This design comes from an exercise in tuning for small area on the open sky130 flow, not from production work.
RTL that was checked went through simulation tests only; none was proved equivalent to the original.
No activity file was given, so power comes from the tool's default toggle rates. The flow treats the clock pin as an ideal source, which a real chip does not have.

==> flow/design.v <==
module mtr_sinc3 #(
    parameter NCH = 16,
    parameter W   = 28
) (
    input  wire             clk,
    input  wire             rst,        
    input  wire [1:0]       osr_sel,    
    input  wire             bit_en,     
    input  wire [NCH-1:0]   mi,         
    output reg              smp_valid,
    output wire [NCH*W-1:0] smp_data
);
    localparam NP = NCH / 2;    
    localparam WA = 25;         
    localparam WB = 27;         
    localparam WC = 28;         
    localparam WH = 21;         
    reg [1:0] osr_q;
    always @(posedge clk) begin
        if (rst)
            osr_q <= osr_sel;
    end
    reg            ph;
    reg            pend;
    reg            proc_b;
    reg  [NCH-1:0] xq;
    reg  [NP-1:0]  xqb;
    wire           proc_a = pend & ~ph;
    wire           proc   = proc_a | proc_b;
    always @(posedge clk) begin
        if (rst) begin
            ph     <= 1'b0;
            pend   <= 1'b0;
            proc_b <= 1'b0;
        end else begin
            ph     <= ~ph;
            pend   <= bit_en | (pend & ~proc_a);
            proc_b <= proc_a;
        end
    end
    integer k;
    always @(posedge clk) begin
        if (!rst && bit_en)
            xq <= mi;
        for (k = 0; k < NP; k = k + 1)
            xqb[k] <= xq[2*k+1];
    end
    reg  [14:0]   u;
    reg  [WH-2:0] h_a;
    reg  [WH-9:0] w_b, v_c;
    reg           first;    
    reg           last;     
    wire [1:0]    osr_i = rst ? osr_sel : osr_q;
    reg  [14:0]   s_step;   
    reg  [14:0]   u_last;   
    reg  [WH-9:0] rs_hi;    
    reg  [WH-9:0] wb0;      
    reg  [WH-9:0] vc0;      
    reg  [WH-9:0] wb1;      
    reg  [WH-9:0] vc1;      
    reg  [WH-2:0] k0;       
    always @(*) begin
        case (osr_i)
            2'd0: begin s_step = 15'd512; u_last = 15'd32256; rs_hi = 13'd128; k0 = 20'd63  << 14;
                         wb1 = 13'd4160; vc1 = 13'd4032; wb0 = 13'd4032;  vc0 = -13'd4032; end   
            2'd1: begin s_step = 15'd64;  u_last = 15'd8128;  rs_hi = 13'd32;  k0 = 20'd127 << 12;
                         wb1 = 13'd2064; vc1 = 13'd2032; wb0 = 13'd6128;  vc0 = -13'd2032; end
            2'd2: begin s_step = 15'd8;   u_last = 15'd2040;  rs_hi = 13'd8;   k0 = 20'd255 << 10;
                         wb1 = 13'd1028; vc1 = 13'd1020; wb0 = 13'd3068;  vc0 = -13'd1020; end
            default: begin s_step = 15'd1; u_last = 15'd511;  rs_hi = 13'd2;   k0 = 20'd511 << 8;
                         wb1 = 13'd513;  vc1 = 13'd511;  wb0 = 13'd1535;  vc0 = -13'd511;  end
        endcase
    end
    wire [14:0]   u_n;
    wire [WH-2:0] h_a_n;
    wire [WH-9:0] w_b_n, v_c_n;
    mtr_sinc3_rca #(.W(15))   u_add_u  (.a(u),   .b(s_step),               .ci(1'b0), .s(u_n));
    mtr_sinc3_rca #(.W(WH-1)) u_add_ha (.a(h_a), .b({{(WH-16){1'b0}}, u}), .ci(1'b0), .s(h_a_n));
    mtr_sinc3_rca #(.W(WH-8)) u_add_wb (.a(w_b), .b(rs_hi),                .ci(1'b0), .s(w_b_n));
    mtr_sinc3_rca #(.W(WH-8)) u_add_vc (.a(v_c), .b(~rs_hi),               .ci(1'b1), .s(v_c_n));
    wire          wrap = rst | (proc_b & last);
    always @(posedge clk) begin
        if (wrap) begin
            u     <= 15'd0;
            h_a   <= k0;
            w_b   <= wb0;
            v_c   <= vc0;
            first <= 1'b1;
            last  <= 1'b0;
        end else if (proc_b) begin
            u     <= u_n;
            first <= 1'b0;
            last  <= (u_n == u_last);
            if (first) begin
                h_a <= {(WH-1){1'b0}};
                w_b <= wb1;
                v_c <= vc1;
            end else begin
                h_a <= h_a_n;
                w_b <= w_b_n;
                v_c <= v_c_n;
            end
        end
    end
    wire [WH-1:0] g_a = {1'b0, h_a};
    wire [WH-1:0] g_b, g_c;
    mtr_sinc3_rca #(.W(WH)) u_add_gb (.a({w_b, 8'd0}), .b(~{h_a, 1'b0}),      .ci(1'b1), .s(g_b));
    mtr_sinc3_rca #(.W(WH)) u_add_gc (.a({1'b0, h_a}), .b({v_c, 8'd0}),       .ci(1'b0), .s(g_c));
    always @(posedge clk) begin
        if (rst)
            smp_valid <= 1'b0;
        else
            smp_valid <= proc_b & last;
    end
    wire          pend_nx   = ~rst & (bit_en | (pend & ~proc_a));
    wire          proc_nx   = ~rst & ((pend_nx & ph) | proc_a);
    wire          first_nx  = (rst | (proc_b & last)) | (first & ~proc_b);
    reg           proc_q, start_q, move_q, clr_q;
    always @(posedge clk) begin
        proc_q  <= proc_nx;
        start_q <= proc_nx & first_nx;
        move_q  <= start_q & ~rst;
        clr_q   <= rst;
    end
    wire          clr   = rst | clr_q;
    wire          mv    = move_q & ~clr;         
    wire          hold  = ~move_q & ~clr;
    wire [WH-1:0] ga = g_a;
    wire [WH-1:0] gb = g_b;
    wire [WH-1:0] gc = g_c;
    genvar p;
    generate
        for (p = 0; p < NP; p = p + 1) begin : g_pair
            reg  [WA-1:0] a1, a2;
            reg  [WB-1:0] b1, b2;
            reg  [WC-1:0] c1, c2;
            wire x = proc_q & (ph ? xqb[p] : xq[2*p]);
            wire [WA-1:0] a_sum;
            wire [WB-1:0] b_sum;
            wire [WC-1:0] c_sum;
            mtr_sinc3_add #(.W(WA), .WX(WH-1)) u_add_a (.a(a1), .b(ga[WH-2:0] & {(WH-1){x}}), .s(a_sum));
            mtr_sinc3_add #(.W(WB), .WX(WH))   u_add_b (.a(b1), .b(gb & {WH{x}}),             .s(b_sum));
            mtr_sinc3_add #(.W(WC), .WX(WH))   u_add_c (.a(c1), .b(gc & {WH{x}}),             .s(c_sum));
            always @(posedge clk) begin
                a2 <= a_sum;
                b2 <= b_sum;
                c2 <= c_sum;
                a1 <= a2 & {WA{hold}};
                b1 <= ({{(WB-WA){1'b0}}, a2} & {WB{mv}}) | (b2 & {WB{hold}});
                c1 <= ({1'b0, b2} & {WC{mv}}) | (c2 & {WC{hold}});
            end
            assign smp_data[(2*p)*W   +: W] = c1;
            assign smp_data[(2*p+1)*W +: W] = c2;
        end
    endgenerate
endmodule
module mtr_sinc3_rca #(
    parameter W = 28
) (
    input  wire [W-1:0] a,
    input  wire [W-1:0] b,
    input  wire         ci,
    output wire [W-1:0] s
);
    wire [W:0] c;
    assign c[0] = ci;
    genvar i;
    generate
        for (i = 0; i < W; i = i + 1) begin : g_bit
            assign s[i]   = a[i] ^ b[i] ^ c[i];
            assign c[i+1] = (a[i] & b[i]) | (a[i] & c[i]) | (b[i] & c[i]);
        end
    endgenerate
endmodule
module mtr_sinc3_add #(
    parameter W  = 28,
    parameter WX = 21
) (
    input  wire [W-1:0]  a,
    input  wire [WX-1:0] b,
    output wire [W-1:0]  s
);
    wire [W:0] c;
    assign c[0] = 1'b0;
    genvar i;
    generate
        for (i = 0; i < W; i = i + 1) begin : g_bit
            if (i < WX) begin : g_fa
                assign s[i]   = a[i] ^ b[i] ^ c[i];
                assign c[i+1] = (a[i] & b[i]) | (a[i] & c[i]) | (b[i] & c[i]);
            end else begin : g_ha
                assign s[i]   = a[i] ^ c[i];
                assign c[i+1] = a[i] & c[i];
            end
        end
    endgenerate
endmodule
==> flow/config.mk <==
export PLATFORM = sky130hd
export DESIGN_NAME = mtr_sinc3
export DESIGN_NICKNAME = mtr_sinc3
export VERILOG_FILES = /design/flow/design.v
export SDC_FILE = /design/flow/constraint.sdc
export NUM_CORES = 4
export LEC_CHECK = 0
export CAP_MARGIN = 20
export CORE_MARGIN = 2
export CORE_UTILIZATION = 78
export PLACE_DENSITY = 0.9
export SLEW_MARGIN = 20
==> flow/constraint.sdc <==
create_clock -name core_clock -period 12.0 [get_ports {clk}]
set_input_delay 2.4000 -clock core_clock [delete_from_list [all_inputs] [get_ports {clk}]]
set_output_delay 2.4000 -clock core_clock [all_outputs]
set_load 0.01 [all_outputs]
standard.sh (not shown) runs the stock make flow with config.mk's settings and CLKGATE_MAP_FILE= SYNTH_SCRIPT=/design/flow/synth_recipe.tcl, a recipe that flattens the netlist after the stock synthesis.
==> flow/flow/run.sh <==
#!/bin/bash
# Layout flow: the standard ORFS flow (standard.sh, with the standard
# synthesis unchanged), with three changes: minimum-size port buffers, the
# synthesis buffers removed at floorplan (the resizer adds back what the
# layout needs), and a clock tree of clkbuf_16 buffers with larger sink
# clusters and no dummy loads. The make output goes to make_finish.log; ORFS
# keeps each step's own log under orfs/logs/.
set -euo pipefail
bash standard.sh \
  "BUFFER_PORTS_ARGS=-buffer_cell sky130_fd_sc_hd__buf_1" \
  "CTS_ARGS=-sink_clustering_enable -repair_clock_nets -dont_use_dummy_load -buf_list {sky130_fd_sc_hd__clkbuf_16} -sink_clustering_size 30 -sink_clustering_max_diameter 70" \
  "REMOVE_ABC_BUFFERS=1" \
  finish > make_finish.log 2>&1
The first run ran to the end with no violations.
Rerun with:
--- a/flow/design.v
+++ b/flow/design.v
@@ -54,22 +54,15 @@
     reg  [14:0]   s_step;   
     reg  [14:0]   u_last;   
     reg  [WH-9:0] rs_hi;    
     reg  [WH-9:0] wb0;      
-    reg  [WH-9:0] vc0;      
-    reg  [WH-9:0] wb1;      
-    reg  [WH-9:0] vc1;      
     reg  [WH-2:0] k0;       
     always @(*) begin
         case (osr_i)
-            2'd0: begin s_step = 15'd512; u_last = 15'd32256; rs_hi = 13'd128; k0 = 20'd63  << 14;
-                         wb1 = 13'd4160; vc1 = 13'd4032; wb0 = 13'd4032;  vc0 = -13'd4032; end   
-            2'd1: begin s_step = 15'd64;  u_last = 15'd8128;  rs_hi = 13'd32;  k0 = 20'd127 << 12;
-                         wb1 = 13'd2064; vc1 = 13'd2032; wb0 = 13'd6128;  vc0 = -13'd2032; end
-            2'd2: begin s_step = 15'd8;   u_last = 15'd2040;  rs_hi = 13'd8;   k0 = 20'd255 << 10;
-                         wb1 = 13'd1028; vc1 = 13'd1020; wb0 = 13'd3068;  vc0 = -13'd1020; end
-            default: begin s_step = 15'd1; u_last = 15'd511;  rs_hi = 13'd2;   k0 = 20'd511 << 8;
-                         wb1 = 13'd513;  vc1 = 13'd511;  wb0 = 13'd1535;  vc0 = -13'd511;  end
+            2'd0: begin s_step = 15'd512; u_last = 15'd32256; rs_hi = 13'd128; wb0 = 13'd4160; k0 = 20'd63  << 14; end
+            2'd1: begin s_step = 15'd64;  u_last = 15'd8128;  rs_hi = 13'd32;  wb0 = 13'd2064; k0 = 20'd127 << 12; end
+            2'd2: begin s_step = 15'd8;   u_last = 15'd2040;  rs_hi = 13'd8;   wb0 = 13'd1028; k0 = 20'd255 << 10; end
+            default: begin s_step = 15'd1; u_last = 15'd511;  rs_hi = 13'd2;   wb0 = 13'd513;  k0 = 20'd511 << 8;  end
         endcase
     end
     wire [14:0]   u_n;
     wire [WH-2:0] h_a_n;
@@ -81,29 +74,27 @@
     wire          wrap = rst | (proc_b & last);
     always @(posedge clk) begin
         if (wrap) begin
             u     <= 15'd0;
-            h_a   <= k0;
+            h_a   <= {(WH-1){1'b0}};
             w_b   <= wb0;
-            v_c   <= vc0;
+            v_c   <= {(WH-8){1'b0}};
             first <= 1'b1;
             last  <= 1'b0;
         end else if (proc_b) begin
             u     <= u_n;
+            h_a   <= h_a_n;
             first <= 1'b0;
             last  <= (u_n == u_last);
             if (first) begin
-                h_a <= {(WH-1){1'b0}};
-                w_b <= wb1;
-                v_c <= vc1;
+                v_c <= wb0 - rs_hi;               
             end else begin
-                h_a <= h_a_n;
                 w_b <= w_b_n;
                 v_c <= v_c_n;
             end
         end
     end
-    wire [WH-1:0] g_a = {1'b0, h_a};
+    wire [WH-1:0] g_a = {1'b0, h_a | (k0 & {(WH-1){first}})};
     wire [WH-1:0] g_b, g_c;
     mtr_sinc3_rca #(.W(WH)) u_add_gb (.a({w_b, 8'd0}), .b(~{h_a, 1'b0}),      .ci(1'b1), .s(g_b));
     mtr_sinc3_rca #(.W(WH)) u_add_gc (.a({1'b0, h_a}), .b({v_c, 8'd0}),       .ci(1'b0), .s(g_c));
     always @(posedge clk) begin
Result: Wire length increases by about 0.7%; clock skew goes up by 0.0033 ns; fmax goes down by 0.60%; sequential share of layout area shrinks by 0.53 points; combinational power falls by about 50%; die area stays flat; worst setup slack loses 0.070 ns.
Function not checked in the first run of this note: the RTL went through the layout flow alone.

-- port drivers added, routing unchanged --
How much do the figures lean on ideal ports? The routed layouts below were timed once more, with nothing changed but the port constraints.
Step 1 (the two cells are an assumption about what drives the block):
set clk [get_ports {clk}]
set_driving_cell -lib_cell sky130_fd_sc_hd__clkbuf_16 $clk
set_driving_cell -lib_cell sky130_fd_sc_hd__buf_2 [delete_from_list [all_inputs] $clk]
Step 2 also shifts input and output timing later by t, the mid clock arrival at the registers, as if the neighbouring blocks saw the same clock.
Slacks: no drivers / after step 1 / after step 2; pairs: no drivers / after step 1.
run | shift t [ns] | slack for setup (ns) | hold slack, ns | clock arrival spread, ns
the first run | 0.699 | 0.442 / 0.442 / 0.442 | 0.333 / 0.333 / 0.333 | 0.054 / 0.054
the second run | 0.715 | 0.372 / 0.372 / 0.372 | 0.334 / 0.334 / 0.334 | 0.062 / 0.061
After both steps setup and hold are still met in every run listed.
